Context: an optimization exercise on an open-source flow, tuned for small area, a short achievable clock period and few clock cycles per item. The choices shown serve that exercise and are no tape-out recipe. Function was checked by simulation only, so behaviour that the tests miss may differ from the original. No activity file was given, so power comes from the tool's default toggle rates.

**flow/config.mk**
```make
export PLATFORM = sky130hd
export DESIGN_NAME = bs_encoder
export DESIGN_NICKNAME = bs_encoder
export VERILOG_FILES = /design/flow/design.v
export SDC_FILE = /design/flow/constraint.sdc
export NUM_CORES = 4
export LEC_CHECK = 0
export CAP_MARGIN = 20
export CORE_MARGIN = 2
export CORE_UTILIZATION = 40
export SLEW_MARGIN = 20
```
**flow/constraint.sdc**
```tcl
create_clock -name core_clock -period 14.0 [get_ports {clk}]
set_input_delay 2.8000 -clock core_clock [delete_from_list [all_inputs] [get_ports {clk}]]
set_output_delay 2.8000 -clock core_clock [all_outputs]
set_load 0.01 [all_outputs]
```
**flow/run.sh**
```bash
#!/bin/bash
# synth_recipe.tcl (not shown) runs the flow's synth.tcl, then flattens the netlist and writes it again
# the make line also repeats each setting of config.mk as NAME=value (left out here)
make -C /OpenROAD-flow-scripts/flow DESIGN_CONFIG=/design/flow/config.mk WORK_HOME=/design/flow/orfs CLKGATE_MAP_FILE= SYNTH_SCRIPT=/design/flow/synth_recipe.tcl finish
```
**flow/design.v**
```verilog
module bsenc_conv (
    input  wire [31:0] x,        
    input  wire [7:0]  scale,    
    input  wire [1:0]  fmt,      
    input  wire        rm,       
    output reg  [7:0]  code,     
    output reg         of        
);
    localparam FMT_BSI4 = 2'd0;
    localparam FMT_BSI8 = 2'd1;
    localparam FMT_BSF8 = 2'd2;
    wire        sgn  = x[31];
    wire [7:0]  ef   = x[30:23];
    wire [22:0] mf   = x[22:0];
    wire        zero = (ef == 8'd0) && (mf == 23'd0);
    reg [4:0] lz;
    integer i;
    always @(*) begin
        lz = 5'd23;
        for (i = 0; i < 23; i = i + 1)
            if (mf[i]) lz = 5'd22 - i[4:0];
    end
    reg [23:0]       sig;
    reg signed [9:0] ex;
    always @(*) begin
        if (ef != 8'd0) begin
            sig = {1'b1, mf};
            ex  = {2'b00, ef};
        end else begin
            sig = {1'b0, mf} << (lz + 5'd1);
            ex  = 10'sd0 - $signed({5'b0, lz});    
        end
    end
    wire signed [9:0] d  = ex - $signed({2'b00, scale});    
    wire signed [9:0] te = (d < -10'sd6) ? -10'sd6 : d;
    reg signed [10:0] sh_full;
    always @(*) begin
        if (fmt == FMT_BSF8)
            sh_full = 11'sd20 + te - d;                  
        else
            sh_full = 11'sd23 - d;                       
    end
    wire [4:0] sh = (sh_full > 11'sd25) ? 5'd25 : sh_full[4:0];
    wire [48:0] wide  = {sig, 25'd0} >> sh;
    wire [23:0] kept  = wide[48:25];
    wire        guard = wide[24];
    wire        stick = |wide[23:0];
    wire        rup   = (rm == 1'b0) && guard && (stick || kept[0]);
    wire [8:0]  n     = {1'b0, kept[7:0]} + {8'd0, rup};
    reg [7:0] fmag;
    always @(*) begin
        code = 8'd0;
        of   = 1'b0;
        fmag = 8'd0;
        if (!zero) begin
            case (fmt)
                FMT_BSI4: begin
                    if (n > 9'd7) begin
                        of = 1'b1;
                        code[3:0] = sgn ? 4'h9 : 4'h7;
                    end else begin
                        code[3:0] = sgn ? (4'd0 - n[3:0]) : n[3:0];
                    end
                end
                FMT_BSI8: begin
                    if (n > 9'd127) begin
                        of = 1'b1;
                        code = sgn ? 8'h81 : 8'h7F;
                    end else begin
                        code = sgn ? (8'd0 - n[7:0]) : n[7:0];
                    end
                end
                FMT_BSF8: begin
                    fmag = {te[4:0] + 5'd6, 3'b000} + n[7:0];
                    if (fmag >= 8'd127) begin
                        of = 1'b1;
                        code = {sgn, 7'h7E};
                    end else if (fmag == 8'd0) begin
                        code = 8'h00;
                    end else begin
                        code = {sgn, fmag[6:0]};
                    end
                end
                default: code = 8'd0;
            endcase
        end
    end
endmodule
module bs_encoder (
    input  wire         clk,
    input  wire         rst,         
    input  wire         in_valid,
    output wire         in_ready,
    input  wire [31:0]  in_data,     
    input  wire [1:0]   in_fmt,      
    input  wire         in_rm,       
    output wire         out_valid,
    input  wire         out_ready,
    output wire [7:0]   out_scale,
    output wire [255:0] out_data,
    output wire         out_of
);
    localparam S_COLLECT = 2'd0;
    localparam S_CONVERT = 2'd1;
    localparam S_OUTPUT  = 2'd2;
    reg [1:0]  state;
    reg [4:0]  cnt;             
    reg [31:0] buf_q [0:31];    
    reg [1:0]  fmt_q;
    reg        rm_q;
    reg [7:0]  max_e;           
    reg        any_nz;          
    reg        any_special;     
    reg [7:0]   scale_q;
    reg [255:0] data_q;
    reg         of_q;
    assign in_ready  = (state == S_COLLECT);
    assign out_valid = (state == S_OUTPUT);
    assign out_scale = scale_q;
    assign out_data  = data_q;
    assign out_of    = of_q;
    wire in_fire = in_valid && in_ready;
    reg [3:0] k;
    always @(*) begin
        case (fmt_q)
            2'd0:    k = 4'd2;
            2'd1:    k = 4'd6;
            default: k = 4'd8;
        endcase
    end
    wire [7:0] scale_w = !any_nz ? 8'd127 :
                         (max_e > {4'd0, k}) ? (max_e - {4'd0, k}) : 8'd0;
    wire [7:0] conv_code;
    wire       conv_of;
    bsenc_conv u_conv (
        .x     (buf_q[cnt]),
        .scale (scale_w),
        .fmt   (fmt_q),
        .rm    (rm_q),
        .code  (conv_code),
        .of    (conv_of)
    );
    always @(posedge clk) begin
        if (in_fire)
            buf_q[cnt] <= in_data;
    end
    always @(posedge clk) begin
        if (rst) begin
            state       <= S_COLLECT;
            cnt         <= 5'd0;
            fmt_q       <= 2'd0;
            rm_q        <= 1'b0;
            max_e       <= 8'd0;
            any_nz      <= 1'b0;
            any_special <= 1'b0;
            scale_q     <= 8'd0;
            data_q      <= 256'd0;
            of_q        <= 1'b0;
        end else begin
            case (state)
                S_COLLECT: begin
                    if (in_fire) begin
                        if (cnt == 5'd0) begin
                            fmt_q       <= in_fmt;
                            rm_q        <= in_rm;
                            max_e       <= in_data[30:23];
                            any_nz      <= (in_data[30:0] != 31'd0);
                            any_special <= (in_data[30:23] == 8'hFF);
                        end else begin
                            if (in_data[30:23] > max_e)
                                max_e <= in_data[30:23];
                            if (in_data[30:0] != 31'd0)
                                any_nz <= 1'b1;
                            if (in_data[30:23] == 8'hFF)
                                any_special <= 1'b1;
                        end
                        cnt <= cnt + 5'd1;
                        if (cnt == 5'd31) begin
                            state  <= S_CONVERT;
                            data_q <= 256'd0;
                            of_q   <= 1'b0;
                        end
                    end
                end
                S_CONVERT: begin
                    if (!any_special) begin
                        if (fmt_q == 2'd0)
                            data_q[cnt*4 +: 4] <= conv_code[3:0];
                        else
                            data_q[cnt*8 +: 8] <= conv_code;
                        if (conv_of)
                            of_q <= 1'b1;
                    end
                    cnt <= cnt + 5'd1;
                    if (cnt == 5'd31) begin
                        state   <= S_OUTPUT;
                        scale_q <= any_special ? 8'hFF : scale_w;
                    end
                end
                S_OUTPUT: begin
                    if (out_ready)
                        state <= S_COLLECT;
                end
                default: state <= S_COLLECT;
            endcase
        end
    end
endmodule
```
==> run notes <==
-- area by class of cell --
cell class                      instances  area, um2  area share [%]
Inverter                               69        259           0.340
Clock buffer                          181       3770            4.95
Sequential cell                      1314      36600            48.1
Tap cell                             2058       2570            3.38
Clock inverter                         64        781            1.03
Multi-Input combinational cell       3437      24700            32.5
Antenna cell                            5       12.5          0.0164
Timing Repair Buffer                  759       7400            9.73
-- state kept, by name, summed over array words and instances (netlist names), named ones only --
name	flops
buf_q	1024
data_q	256
max_e	8
scale_q	8
cnt	5
fmt_q	2
state	2
any_nz	1
any_special	1
of_q	1
rm_q	1
-- worst reg2reg max path, delay by kind of cell, from the launching register on --
family,cells,cell delay [ps]
AO/OA/AOI/OAI,23,4520
AND/OR/NAND/NOR,17,4380
XOR/XNOR,2,240
flip-flops,1,460
multiplexers,1,210
adder cells (fa/ha/maj),5,1410
buffers and inverters,12,2180
-- final timing paths --
| kind | slack, ps | end |
|---|---|---|
| worst min-delay path | 450 | data_q[184] |
| worst max register to register | 540 | data_q[125] |
| worst max-delay path | 540 | data_q[125] |
| worst min register to register | 450 | data_q[184] |
-- cell usage after synthesis, types with 74 or more instances --
cell,instances,area (um2)
nand3_1,194,971
edfxtp_1,1024,30700
nor2_1,411,1540
a22oi_1,312,2340
dfxtp_1,290,5810
nor3_1,74,370
a21oi_1,261,1310
clkbuf_1,178,668
nand2_1,339,1270
o21ai_0,190,951
mux2i_1,474,4740
buf_2,84,420
-- cells by family (layout without fill, tap and decap cells) --
| kind of cell | count (synthesis) | count (layout) | synth area share, % |
|---|---|---|---|
| DFF | 1314 | 1314 | 58.4 |
| AOI/OAI and AO/OA | 1482 | 1483 | 17.1 |
| other | 1 | 6 | 0.00599 |
| buffers and inverters | 417 | 1073 | 3.28 |
| and+or+nand+nor | 1336 | 1336 | 10.3 |
| xor gates and xnor gates | 32 | 32 | 0.460 |
| adders and majority gates | 55 | 55 | 1.15 |
| muxes | 530 | 530 | 9.34 |
-- timing repair --
item | 4_1_cts | 5_1_grt
endpoints found under the setup margin | 0 | 257
setup buffers | 0 | 38
gates resized for setup | 0 | 97
hold buffers | 0 | 0
-- power breakdown --
group	internal [uW]	switching, uW	total [uW]
combinational	1970	2940	4910
sequential	4220	11.4	4230
clock	2080	1620	3700
-- per-stage QoR --
step,total power (uW),instances
CTS,12500,7831
floorplan,6800,5167
finish,12800,7887
global route,13300,7884
global placement,8820,7586
detailed placement,8820,7586
-- layer usage --
metal	part of all wire (%)	vias up
met3	10	616
li1	-	21500
met5	0.028	-
met2	44	3039
met1	40	25100
met4	5.0	10
==> summary.md <==
| Metric | Value |
|---|---|
| Routed vias/inst | 6.37 |
| Post-route setup slack | 542 ps |
| Final ANT Viol Nets | 0 |
| Port bufs | 305 |
| Critical path endpoint category | flop |
| Leading cell type in the layout, fill and taps excluded | edfxtp_1 |
| WP data arrival | 14150 ps |
| Min-Delay Path Class | reg -> reg |
| Met3 Use GR | 5.55% |
| Cell mode on critical path | buf_4 |
| Root buf cell | clkbuf_16 |
| Syn_nets | 5261 |
| Maximum capacitance violations | 0 |
| Power density over the cells | 169 nW/um2 |
| Grt peak-use layer | met2 |
| # IOs | 306 |
| Maximum clock rate | 74.3 MHz |
| Met1 Use GR | 39.9% |
| Crit path buf inv count | 12 |
| Starting DRT DRC Count | 7150 |
| Max_slew headroom | 17.1% |
| Worst skew pair latency | 810 ps |
| Initial antenna violation count | 12 |
| # clock sinks | 1314 |
| Fillers | 13600 |
| DP Wirelength | 148000 um |
| Row count | 145 |
| Vias | 50200 |
| NumNets Final | 5816 |
| WHS Path Cells | 2 |
| Core ar. | 156000 um2 |
| Worst-path fanout max | 15 |
| Synth Flop Type | edfxtp_1 |
| Hold_ws | 453 ps |
| Post-route cell area | 76100 um2 |
| Clk_skew | 83.1 ps |
| Number of synthesized flops with an enable pin | 1024 |
| Htree depth | 4 |
| Wire per inst | 30.4 um |
| Routed wire length | 239000 um |
| Critical Path Source Type | flop |
| Most frequent cells in the layout | edfxtp_1 (1024), mux2i_1 (470), buf_4 (376) |
| Gate Count Post-Synth | 5167 |
| Required time of the critical path | 14700 ps |
| Asr flop ratio synth | 0% |
| Die width | 400 um |
| Met2 usage | 43.4% |
| Critical path depth in cells | 60 |
| Final hold vios | 0 |
| R2r worst-path depth | 60 |
| Layout cells sized above 1 | 16.0% |
| Clk buf depth | 3 |
| Peak supply drop | 146 uV |
| Unique masters post-synth | 124 |
| GRT overflow | 0 |
| Hold Crit Start | data_q[184] |
| Slowest CP cell | or4b_2 |
| CTS tree | yes |
| DP Area | 70400 um2 |
| TritonCTS Buffers | 141 |
| Yosys warnings | 2 |
| Routability Congestion | 0.998 |
| Post-layout util | 48.8% |
| Starting Density | 40.2% |
| Register bit total from synthesis | 1314 |
| Mapped Avg Cell Area | 12.1 um2 |
| Minimum clock period | 13460 ps |
| Largest net degree at the start of global routing | 133 |
| Crit share post-route | 96.1% |
| GRT Overall Usage | 28.7% |
| Slew @ Worst Pin | 1240 ps |
| # setup viols final | 0 |
| Die height | 400 um |
| Seq/Total Area, Yosys | 58.4% |
| Layout area overhead | 21.5% |
| Drc violations | 0 |
| Final setup TNS | 0 ps |
| Crit path largest cell delay | 630 ps |
| Crit path max-delay family | compound AO/OA/AOI/OAI gates |
| Critical path type | reg -> reg |
| Status | finished clean |
| Die area | 160000 um2 |
| Place WS | 91.5 ps |
| Pre-Repair DR Iteration Count | 7 |
| First-pass GRT wire length | 335000 um |
| Reg clk slew, reported paths | 60 ps |
| Final slew viol count | 0 |
| Leak | 0.0246 uW |
| Netlist Area Pre-Place | 62600 um2 |
| Vias in the first global route | 46200 |
Testbench counts, summed over its fixed seeds: cycles 99,840, items 1,536.

## port drivers added, routing unchanged
Ports are ideal in the flow. The routed layout listed here was re-timed in OpenROAD. Step 1 assumes that a clkbuf_16 drives the clock port and a buf_2 every other input. Step 2 times the ports against the registers' clock, not the clock port: input delays grow and output delays shrink by t, the midpoint of the rising clock arrivals with the driver on. Three values: no drivers, after step 1, after step 2; two values: the first two.
shift t [ns]: 0.852
slack for setup (ns): 0.542 / 0.542 / 0.542
latest minus earliest clock arrival (ns): 0.083 / 0.083
After both steps setup and hold are still met in this run. The setup slack of this run moves by 0.000 ns with the drivers and by 0.000 ns with both steps.
